From an optimization exercise on the open Yosys and OpenROAD flow, aimed at small area and a short achievable clock period; shortcuts taken in it are not production practice.
In this exercise RTL edits were held to simulation tests only and were not proved equivalent to the original.

## flow/design.v (module list and top-level ports; edited modules follow where they fit)
// module s4_modulate: 4430 lines
// module s4m_fa: 10 lines
// module s4m_fa1: 9 lines
// module s4m_ha: 9 lines
module s4_modulate (
    input  wire        clk,
    input  wire        rst,
    input  wire        in_valid,
    input  wire        rail,       
    input  wire        cmode,      
    input  wire        lead,       
    input  wire [31:0] v,          
    input  wire [31:0] rvin,       
    input  wire [31:0] icmd,       
    input  wire [31:0] isamp,      
    input  wire [31:0] kc,         
    input  wire [31:0] dmin,       
    input  wire [31:0] dmax,       
    input  wire [31:0] dmid,       
    input  wire [17:0] lper,       
    input  wire [11:0] tonmin,     
    input  wire [11:0] toffmin,    
    output reg         out_valid,
    output reg  [26:0] on_word,    
    output reg  [26:0] off_word,   
    output reg  [27:0] ton,        
    output reg         skip        
);
  // ...
==> flow/run.sh <==
#!/bin/bash
# synth_recipe.tcl (not shown) runs the flow's synth.tcl, then flattens the netlist and writes it again
# the make line also repeats each setting of config.mk as NAME=value (left out here)
make -C /OpenROAD-flow-scripts/flow DESIGN_CONFIG=/design/flow/config.mk WORK_HOME=/design/flow/orfs CLKGATE_MAP_FILE= SYNTH_SCRIPT=/design/flow/synth_recipe.tcl finish
==> flow/config.mk <==
export PLATFORM = sky130hd
export DESIGN_NAME = s4_modulate
export DESIGN_NICKNAME = s4_modulate
export VERILOG_FILES = /design/flow/design.v
export SDC_FILE = /design/flow/constraint.sdc
export NUM_CORES = 4
export LEC_CHECK = 0
export ABC_AREA = 1
export CAP_MARGIN = 20
export CORE_MARGIN = 2
export CORE_UTILIZATION = 50
export SLEW_MARGIN = 20
export SYNTH_HIERARCHICAL = 1
export SYNTH_MINIMUM_KEEP_SIZE = 0
==> flow/constraint.sdc <==
create_clock -name core_clock -period 25.0 [get_ports {clk}]
set_input_delay 5.0000 -clock core_clock [delete_from_list [all_inputs] [get_ports {clk}]]
set_output_delay 5.0000 -clock core_clock [all_outputs]
set_load 0.01 [all_outputs]
==> results.sh, run 1 <==
export IMPL_hp_class="reg -> reg"
export IMPL_antenna_left=0
export IMPL_die_area_sq_mm=0.207
export IMPL_sh_seq_area_pct=22.7
export IMPL_startpoint_type="flip-flop"
export IMPL_dr_wl_met2_mm=172
export IMPL_fp_dieH_um=455
export IMPL_core_area_sq_mm=0.202
export IMPL_port_buffers=387
export IMPL_max_freq_mhz=130
export IMPL_whs_ns=0.298
export IMPL_hpwlAfterDp_mm=263
export IMPL_r2r_cells=21
export IMPL_wirelength_mm=380
export IMPL_layout_min_cycle_time_ns=7.70
export IMPL_synth_simple_area_share_pct=17.0
export IMPL_seq_cells=1269
export IMPL_final_seq_area_sq_mm=0.0255
export IMPL_ys_seq_area_share_pct=25.0
export IMPL_wire_per_inst_um=26.0
export IMPL_tap_cells=2672
export IMPL_crit_cells=21
export IMPL_fillers=18400
export IMPL_yosys_top_cells_count="nand2_1, dfxtp_1, fa_1, xor2_1, nand3_1"
export IMPL_async_reset_ff_share_pct=0
export IMPL_worstHoldPathCells=0
export IMPL_finalCritPeriodShare_pct=30.8
export IMPL_status="complete, no violations"
export IMPL_io_pins=388
export IMPL_multi_input_area_share_pct=61.5
export IMPL_largest_reg_flops=52
export IMPL_num_antenna_cells=15
export IMPL_fin_nets=13800
export IMPL_rsz0062_at_grt="no"
export IMPL_synth_distinct_cells=58
export IMPL_vias=89800
==> run 2, diff against run 1 <==
--- a/flow/design.v
+++ b/flow/design.v
@@ -1620,16 +1620,17 @@
         s1_dmax    <= s0_dmax;
         s1_lper    <= s0_lper;
         s1_tonmin  <= s0_tonmin;
         s1_toffmin <= s0_toffmin;
     end
     wire [26:0] fl = {1'b0, s1_fl0} + {1'b0, s1_fl1};
     wire        kf = fl[26];
     wire        bf = fl[25] & (|fl[24:0]);           
+    wire        kb, bb, k0;
     wire bk_one0 = s1_kc[0] ^ 1'b0;
     wire bk_two0 = (s1_kc[1] & ~s1_kc[0] & ~1'b0) | (~s1_kc[1] & s1_kc[0] & 1'b0);
     wire bk_neg0 = s1_kc[1];
     wire [33:0] bk_pp0;
     assign bk_pp0[0] = ((bk_one0 & s1_ierr[0]) | (bk_two0 & 1'b0)) ^ bk_neg0;
     assign bk_pp0[1] = ((bk_one0 & s1_ierr[1]) | (bk_two0 & s1_ierr[0])) ^ bk_neg0;
     assign bk_pp0[2] = ((bk_one0 & s1_ierr[2]) | (bk_two0 & s1_ierr[1])) ^ bk_neg0;
     assign bk_pp0[3] = ((bk_one0 & s1_ierr[3]) | (bk_two0 & s1_ierr[2])) ^ bk_neg0;
@@ -2288,16 +2289,17 @@
     wire ts100053, tc100054;
     s4m_fa u_ts100053 (.a(bk_pp3[5]), .b(bk_pp4[3]), .c(bk_pp5[1]), .s(ts100053), .co(tc100054));
     wire ts100055, tc100056;
     s4m_fa u_ts100055 (.a(tc100042), .b(tc100044), .c(ts100051), .s(ts100055), .co(tc100056));
     wire ts100057, tc100058;
     s4m_fa u_ts100057 (.a(ts100053), .b(tc100046), .c(ts100055), .s(ts100057), .co(tc100058));
     wire ts100059, tc100060;
     s4m_ha u_ts100059 (.a(tc100048), .b(ts100057), .s(ts100059), .co(tc100060));
+    wire [12:0] bl = {1'b0, {tc100050, tc100040, ts100037, tc100024, tc100018, ts100015, tc100008, ts100005, tc100002, ts100001, bk_pp0[1], bk_pp0[0]}} + {1'b0, {ts100059, ts100049, ts100039, ts100031, ts100023, ts100017, ts100011, ts100007, ts100003, 1'b0, 1'b0, bk_neg0}};
     wire ts100061, tc100062;
     s4m_fa u_ts100061 (.a(s1_fh0[0]), .b(s1_fh1[0]), .c(bk_neg6), .s(ts100061), .co(tc100062));
     wire ts100063, tc100064;
     s4m_fa u_ts100063 (.a(ts100061), .b(bk_pp0[12]), .c(bk_pp1[10]), .s(ts100063), .co(tc100064));
     wire ts100065, tc100066;
     s4m_fa u_ts100065 (.a(bk_pp2[8]), .b(bk_pp3[6]), .c(bk_pp4[4]), .s(ts100065), .co(tc100066));
     wire ts100067, tc100068;
     s4m_fa u_ts100067 (.a(bk_pp5[2]), .b(bk_pp6[0]), .c(tc100052), .s(ts100067), .co(tc100068));
@@ -3371,65 +3373,66 @@
     s4m_fa1 u_ts101135 (.a(bk_pp14[32]), .b(bk_pp15[30]), .s(ts101135), .co(tc101136));
     wire ts101137, tc101138;
     s4m_ha u_ts101137 (.a(ts101135), .b(tc101132), .s(ts101137), .co(tc101138));
     wire ts101139, tc101140;
     s4m_fa u_ts101139 (.a(bk_pp15[31]), .b(~bk_pp14[33]), .c(tc101136), .s(ts101139), .co(tc101140));
     wire ts101141, tc101142;
     assign ts101141 = ~bk_pp15[32];
     assign tc101142 = bk_pp15[32];
-    reg        s2_valid, s2_cmode, s2_lead, s2_bf;
+    assign kb = bl[12];
+    assign bb = bl[11] & (|bl[10:0]);                
+    assign k0 = bf & bb;
+    reg        s2_valid, s2_cmode, s2_lead, s2_b0, s2_kb, s2_k0;
     reg [53:0] s2_h0;
     reg [53:1] s2_h1;
-    reg [11:0] s2_bl0, s2_bl1;
     reg [31:0] s2_dmin, s2_dmax;
     reg [17:0] s2_lper;
     reg [11:0] s2_tonmin, s2_toffmin;
     always @(posedge clk) begin
         if (rst) s2_valid <= 1'b0;
         else     s2_valid <= s1_valid;
         s2_cmode   <= s1_cmode;
         s2_lead    <= s1_lead;
-        s2_bf      <= bf;
+        s2_b0      <= bf ^ bb;
+        s2_kb      <= kb;
+        s2_k0      <= k0;
         s2_h0      <= {1'b1, 1'b1, ~bk_pp15[33], tc101140, tc101138, tc101134, tc101130, tc101124, tc101118, tc101110, tc101102, tc101092, tc101082, tc101070, tc101058, tc101044, tc101026, tc101006, tc100986, tc100964, tc100942, tc100918, tc100894, tc100868, tc100842, tc100814, tc100786, tc100756, tc100726, tc100694, tc100662, tc100628, tc100594, tc100560, tc100526, tc100492, tc100460, tc100428, tc100398, ts100397, tc100340, tc100312, tc100286, tc100260, tc100236, tc100212, tc100190, tc100168, ts100167, tc100128, tc100110, tc100092, tc100076, ts100075};
         s2_h1      <= {1'b0, 1'b0, tc101142, ts101141, ts101139, ts101137, ts101133, ts101129, ts101123, ts101117, ts101109, ts101101, ts101091, ts101081, ts101069, ts101057, ts101043, ts101025, ts101005, ts100985, ts100963, ts100941, ts100917, ts100893, ts100867, ts100841, ts100813, ts100785, ts100755, ts100725, ts100693, ts100661, ts100627, ts100593, ts100559, ts100525, ts100491, ts100459, ts100427, 1'b0, ts100367, ts100339, ts100311, ts100285, ts100259, ts100235, ts100211, ts100189, 1'b0, ts100147, ts100127, ts100109, ts100091};
-        s2_bl0     <= {tc100050, tc100040, ts100037, tc100024, tc100018, ts100015, tc100008, ts100005, tc100002, ts100001, bk_pp0[1], bk_pp0[0]};
-        s2_bl1     <= {ts100059, ts100049, ts100039, ts100031, ts100023, ts100017, ts100011, ts100007, ts100003, 1'b0, 1'b0, bk_neg0};
         s2_dmin    <= s1_dmin;
         s2_dmax    <= s1_dmax;
         s2_lper    <= s1_lper;
         s2_tonmin  <= s1_tonmin;
         s2_toffmin <= s1_toffmin;
     end
-    wire [12:0] bl   = {1'b0, s2_bl0} + {1'b0, s2_bl1};
-    wire        kb   = bl[12];
-    wire        bb   = bl[11] & (|bl[10:0]);           
-    wire [55:0] hsum = {s2_h0, 1'b1} + {s2_h1, kb, s2_bf & bb};
-    wire [54:0] dsum = {hsum[54:1], s2_bf ^ bb};
+    wire [55:0] hsum = {s2_h0, 1'b1} + {s2_h1, s2_kb, s2_k0};
+    wire [54:0] dsum = {hsum[54:1], s2_b0};
     wire        d_ok = (dsum[54:31] == {24{dsum[31]}});
     wire [31:0] dsat = d_ok ? dsum[31:0] : {dsum[54], {31{~dsum[54]}}};
-    reg        s3_valid, s3_cmode, s3_lead;
+    wire        d_lo = d_ok ? ($signed(dsum[31:0]) < $signed(s2_dmin)) : dsum[54];
+    wire        d_hi = d_ok ? ($signed(dsum[31:0]) > $signed(s2_dmax)) : ~dsum[54];
+    reg        s3_valid, s3_cmode, s3_lead, s3_lo, s3_hi;
     reg [31:0] s3_dsat, s3_dmin, s3_dmax;
     reg [17:0] s3_lper;
     reg [11:0] s3_tonmin, s3_toffmin;
     always @(posedge clk) begin
         if (rst) s3_valid <= 1'b0;
         else     s3_valid <= s2_valid;
         s3_cmode   <= s2_cmode;
         s3_lead    <= s2_lead;
+        s3_lo      <= d_lo;
+        s3_hi      <= d_hi;
         s3_dsat    <= dsat;
         s3_dmin    <= s2_dmin;
         s3_dmax    <= s2_dmax;
         s3_lper    <= s2_lper;
         s3_tonmin  <= s2_tonmin;
         s3_toffmin <= s2_toffmin;
     end
-    wire        d_lo = $signed(s3_dsat) < $signed(s3_dmin);
-    wire        d_hi = $signed(s3_dsat) > $signed(s3_dmax);
-    wire [31:0] duty = d_lo ? s3_dmin : d_hi ? s3_dmax : s3_dsat;
+    wire [31:0] duty = s3_lo ? s3_dmin : s3_hi ? s3_dmax : s3_dsat;
     wire bl_one0 = s3_lper[0] ^ 1'b0;
     wire bl_two0 = (s3_lper[1] & ~s3_lper[0] & ~1'b0) | (~s3_lper[1] & s3_lper[0] & 1'b0);
     wire bl_neg0 = s3_lper[1];
     wire [32:0] bl_pp0;
     assign bl_pp0[0] = ((bl_one0 & duty[0]) | (bl_two0 & 1'b0)) ^ bl_neg0;
     assign bl_pp0[1] = ((bl_one0 & duty[1]) | (bl_two0 & duty[0])) ^ bl_neg0;
     assign bl_pp0[2] = ((bl_one0 & duty[2]) | (bl_two0 & duty[1])) ^ bl_neg0;
     assign bl_pp0[3] = ((bl_one0 & duty[3]) | (bl_two0 & duty[2])) ^ bl_neg0;
--- a/flow/config.mk
+++ b/flow/config.mk
@@ -4,11 +4,11 @@
 export VERILOG_FILES = /design/flow/design.v
 export SDC_FILE = /design/flow/constraint.sdc
 export NUM_CORES = 4
 export LEC_CHECK = 0
 export ABC_AREA = 1
 export CAP_MARGIN = 20
 export CORE_MARGIN = 2
 export CORE_UTILIZATION = 50
-export SLEW_MARGIN = 20
+export SLEW_MARGIN = 70
 export SYNTH_HIERARCHICAL = 1
 export SYNTH_MINIMUM_KEEP_SIZE = 0
==> results.sh, run 2 <==
export IMPL_antenna_found_initial=8
export IMPL_cp_slowest_cell="clkdlybuf4s50_1"
export IMPL_path_clk_slew_ns=0.06
export IMPL_insertion_delay_ns=0.88
export IMPL_yosysTopAreaCellShare_pct=25.7
export IMPL_met2_usage_pct=55.2
export IMPL_crit_chain="clkdlybuf4s50_1"
export IMPL_synth_area_leaders="dfxtp_1, fa_1, xor2_1, o22ai_1, ha_1"
export IMPL_clock_path_buffers=3
export IMPL_slowest_delay_ns=0.56
export IMPL_cts_hold_buf=0
export IMPL_yosys_top_cells_count="xor2_1, nand2_1, o22ai_1, dfxtp_1, fa_1"
export IMPL_die_area_sq_mm=0.198
export IMPL_largest_reg_flops=52
export IMPL_globalplace_congestion=0.963
export IMPL_status="complete, no violations"
export IMPL_rrSetupSlack_ns=19.50
export IMPL_worstPathRequired_ns=20.00
export IMPL_drcViolationCount=0
export IMPL_grt_pass1_vias=84800
export IMPL_crit_family="buffers and inverters"
export IMPL_max_freq_mhz=149
export IMPL_finalCritPeriodShare_pct=26.9
export IMPL_cts_htree_levels=4
export IMPL_globalRouteTotalUtil_pct=34.7
export IMPL_cts_num_sinks=1251
export IMPL_cts_tree="built"
export IMPL_drv_cap=0
export IMPL_layout_min_cycle_time_ns=6.72
export IMPL_ys_warn_count=7
export IMPL_worstReg2RegStart="s1_kc[21]"
export IMPL_finalMaxSlewViolations=0
export IMPL_drtPass1Iterations=7
export IMPL_avgSynthCellArea_sq_um=9.08
export IMPL_crit_path_max_fanout=1
export IMPL_core_area_sq_mm=0.194
export IMPL_postSynthCellCount=10700
export IMPL_critPathArrivalTime_ns=1.72
export IMPL_final_layout_size_suffix_gt1_share_pct=7.59
export IMPL_rows=162
export IMPL_startpoint_type="flip-flop"
export IMPL_antenna_left=0
export IMPL_syn_area_sq_mm=0.0974
export IMPL_mostFrequentLayoutCells="xor2_1, nand2_1, o22ai_1"
export IMPL_grt_use_met1_pct=43.1
export IMPL_ys_seq_elements=1251
export IMPL_largestRegisters="s2_h0: 52 flops, s4_t0: 50 flops, s2_h1: 49 flops"
export IMPL_die_w_um=445
export IMPL_final_common_cell="xor2_1"
export IMPL_worstSetupPathType="reg -> out"
export IMPL_busiest_layer="met2"
export IMPL_yosysMostFrequentCell="xor2_1"
export IMPL_ctsResizeCount=0
export IMPL_vias=81900
export IMPL_synth_fp_nets=12700
export IMPL_worst_path_buf_inv=1
export IMPL_postCtsSetupBuffers=0
export IMPL_wirelength_mm=349
export IMPL_hpwlAfterDp_mm=249
export IMPL_synth_edf_count=0
export IMPL_worst_slew_pin_slew_ns=0.502
export IMPL_grt_max_degree=65
export IMPL_hold_start="s1_lper[1]"
export IMPL_whs_ns=0.302
export IMPL_grt_pass1_wl_mm=521
export IMPL_grt_overflow=0
export IMPL_yosys_area_top_type="dfxtp_1"
export IMPL_cts_root_buf="clkbuf_16"
export IMPL_vias_per_cell=6.07
export IMPL_synth_distinct_cells=55
export IMPL_rsz0062_at_grt="no"
export IMPL_regToRegEndpoint="s2_h1[22]"
export IMPL_finalClockSkew_ns=0.0819
export IMPL_tns_ns=0
export IMPL_end_kind="primary output"
export IMPL_whs_endpoint="s2_lper[1]"
export IMPL_cts_buffers=140
export IMPL_slew_headroom_pct=66.5
export IMPL_ys_flop_type="dfxtp_1"
export IMPL_drt_iter0_markers=8534
export IMPL_initial_core_util_pct=50.2
export IMPL_worstHoldPathCells=0
export IMPL_io_pins=388
export IMPL_area_growth_pct=14.3
export IMPL_hp_class="reg -> reg"
export IMPL_port_buffers=387
export IMPL_async_reset_ff_share_pct=0
export IMPL_top_register="s2_h0"
export IMPL_setup_viol=0
export IMPL_fin_nets=12800
export IMPL_met3_usage_pct=7.89
export IMPL_hold_violations=0
export IMPL_wire_per_inst_um=25.8
export IMPL_r2r_cells=14
export IMPL_ys_seq_area_share_pct=25.7
export IMPL_fp_dieH_um=445
## run 2: cell types whose count changed after synthesis, moves of 31 or more
cell / delta
nand4_1: -52
clkbuf_1: -47
buf_4: -40
buf_2: -31
nand2_1: -805
o22ai_1: +283
inv_1: +96
xor2_1: +297
a21oi_1: -40
nand3_1: -864
o221ai_1: +32
## run 2: per-module statistics from Yosys, one instance, submodules excluded
module / cells / copies in the design / flops+latches / area, sq um
s4_modulate: 9228 / 1 / 1251 / 71300
s4m_ha: 1 / 117 / 0 / 12.5
s4m_fa1: 5 / 42 / 0 / 27.5
s4m_fa: 1 / 1174 / 0 / 20.0
## run 2: final cells by class
class | count | area, sq um
Antenna cell | 3 | 7.51
Timing Repair Buffer | 681 | 7270
Multi-Input combinational cell | 7628 | 66400
Inverter | 1127 | 4280
Clock buffer | 184 | 3890
Sequential cell | 1251 | 25100
Fill cell | 17100 | 82900
Tap cell | 2542 | 3180
Clock inverter | 73 | 1130
## run 2: cells by family (layout without fill, tap and decap cells)
kind of cell    Yosys count  in the layout  synth area share [%]
simple gates           2274           2274                  9.64
compound gates         2203           2203                  13.5
other cells               0              3                     0
xor+xnor               1447           1447                  13.0
flops                  1251           1251                  25.7
fa+ha+maj              1672           1672                  30.5
mux                      32             32                 0.370
buf+inv                1850           2065                  7.22
## run 2: per-layer routing
| layer | up-vias | wire length, um |
|---|---|---|
| met5 | - | 95 |
| met4 | 5 | 22700 |
| met1 | 40100 | 134000 |
| met3 | 1232 | 32600 |
| met2 | 4951 | 160000 |
| li1 | 35600 | - |
## run 2: how the worst max path moves through the flow
stage                             from      endpoint  slack, ns  cells after the start
final                       on_word[3]    on_word[3]      18.28                      1
after global routing           ton[27]       ton[27]      18.23                      1
after detailed placement          rail     s0_fa[22]      19.01                      3
after global placement            rail     s0_fa[22]      18.83                      3
after CTS                 off_word[12]  off_word[12]      18.23                      1
after floorplan                   rail     s0_fa[10]      18.85                      3
## run 2: through the flow
| step | std cells | instance area, sq um | utilization [%] | setup slack (ns) |
|---|---|---|---|---|
| 2_1_floorplan | 10700 | 97400 | - | 18.85 |
| 3_3_place_gp | 13200 | 104000 | 53.4 | 18.83 |
| 3_5_place_dp | 13200 | 106000 | 54.5 | 19.01 |
| 4_1_cts | 13500 | 111000 | 57.1 | 18.23 |
| 5_1_grt | 13500 | 111000 | 57.3 | 18.23 |
| 6_report | 13500 | 111000 | 57.3 | 18.28 |

afterwards: timing with drivers on the ports:
Ports are ideal in the flow. The routed layouts listed here were re-timed in OpenROAD. Step 1 sets driving cells, clkbuf_16 on the clock port and buf_2 on the other inputs (assumed; they add their load-dependent delay and slew). Step 2 moves the port delays by t, midway between the first and last clock arrival at a register: inputs arrive t later, outputs are due t later. That takes back most of the time a late clock gives input paths. a / b / c = no drivers / after step 1 / after step 2; a / b = the first two.
run	t (ns)	setup WS [ns]	worst setup path at the end	slew at the worst register clock pin (ns)
run 1	0.911	17.301 / 17.301 / 17.301	register to register	0.07 / 0.07
run 2	0.930	18.281 / 18.186 / 18.982	input to register	0.07 / 0.07
After both steps every run listed still meets setup and hold.
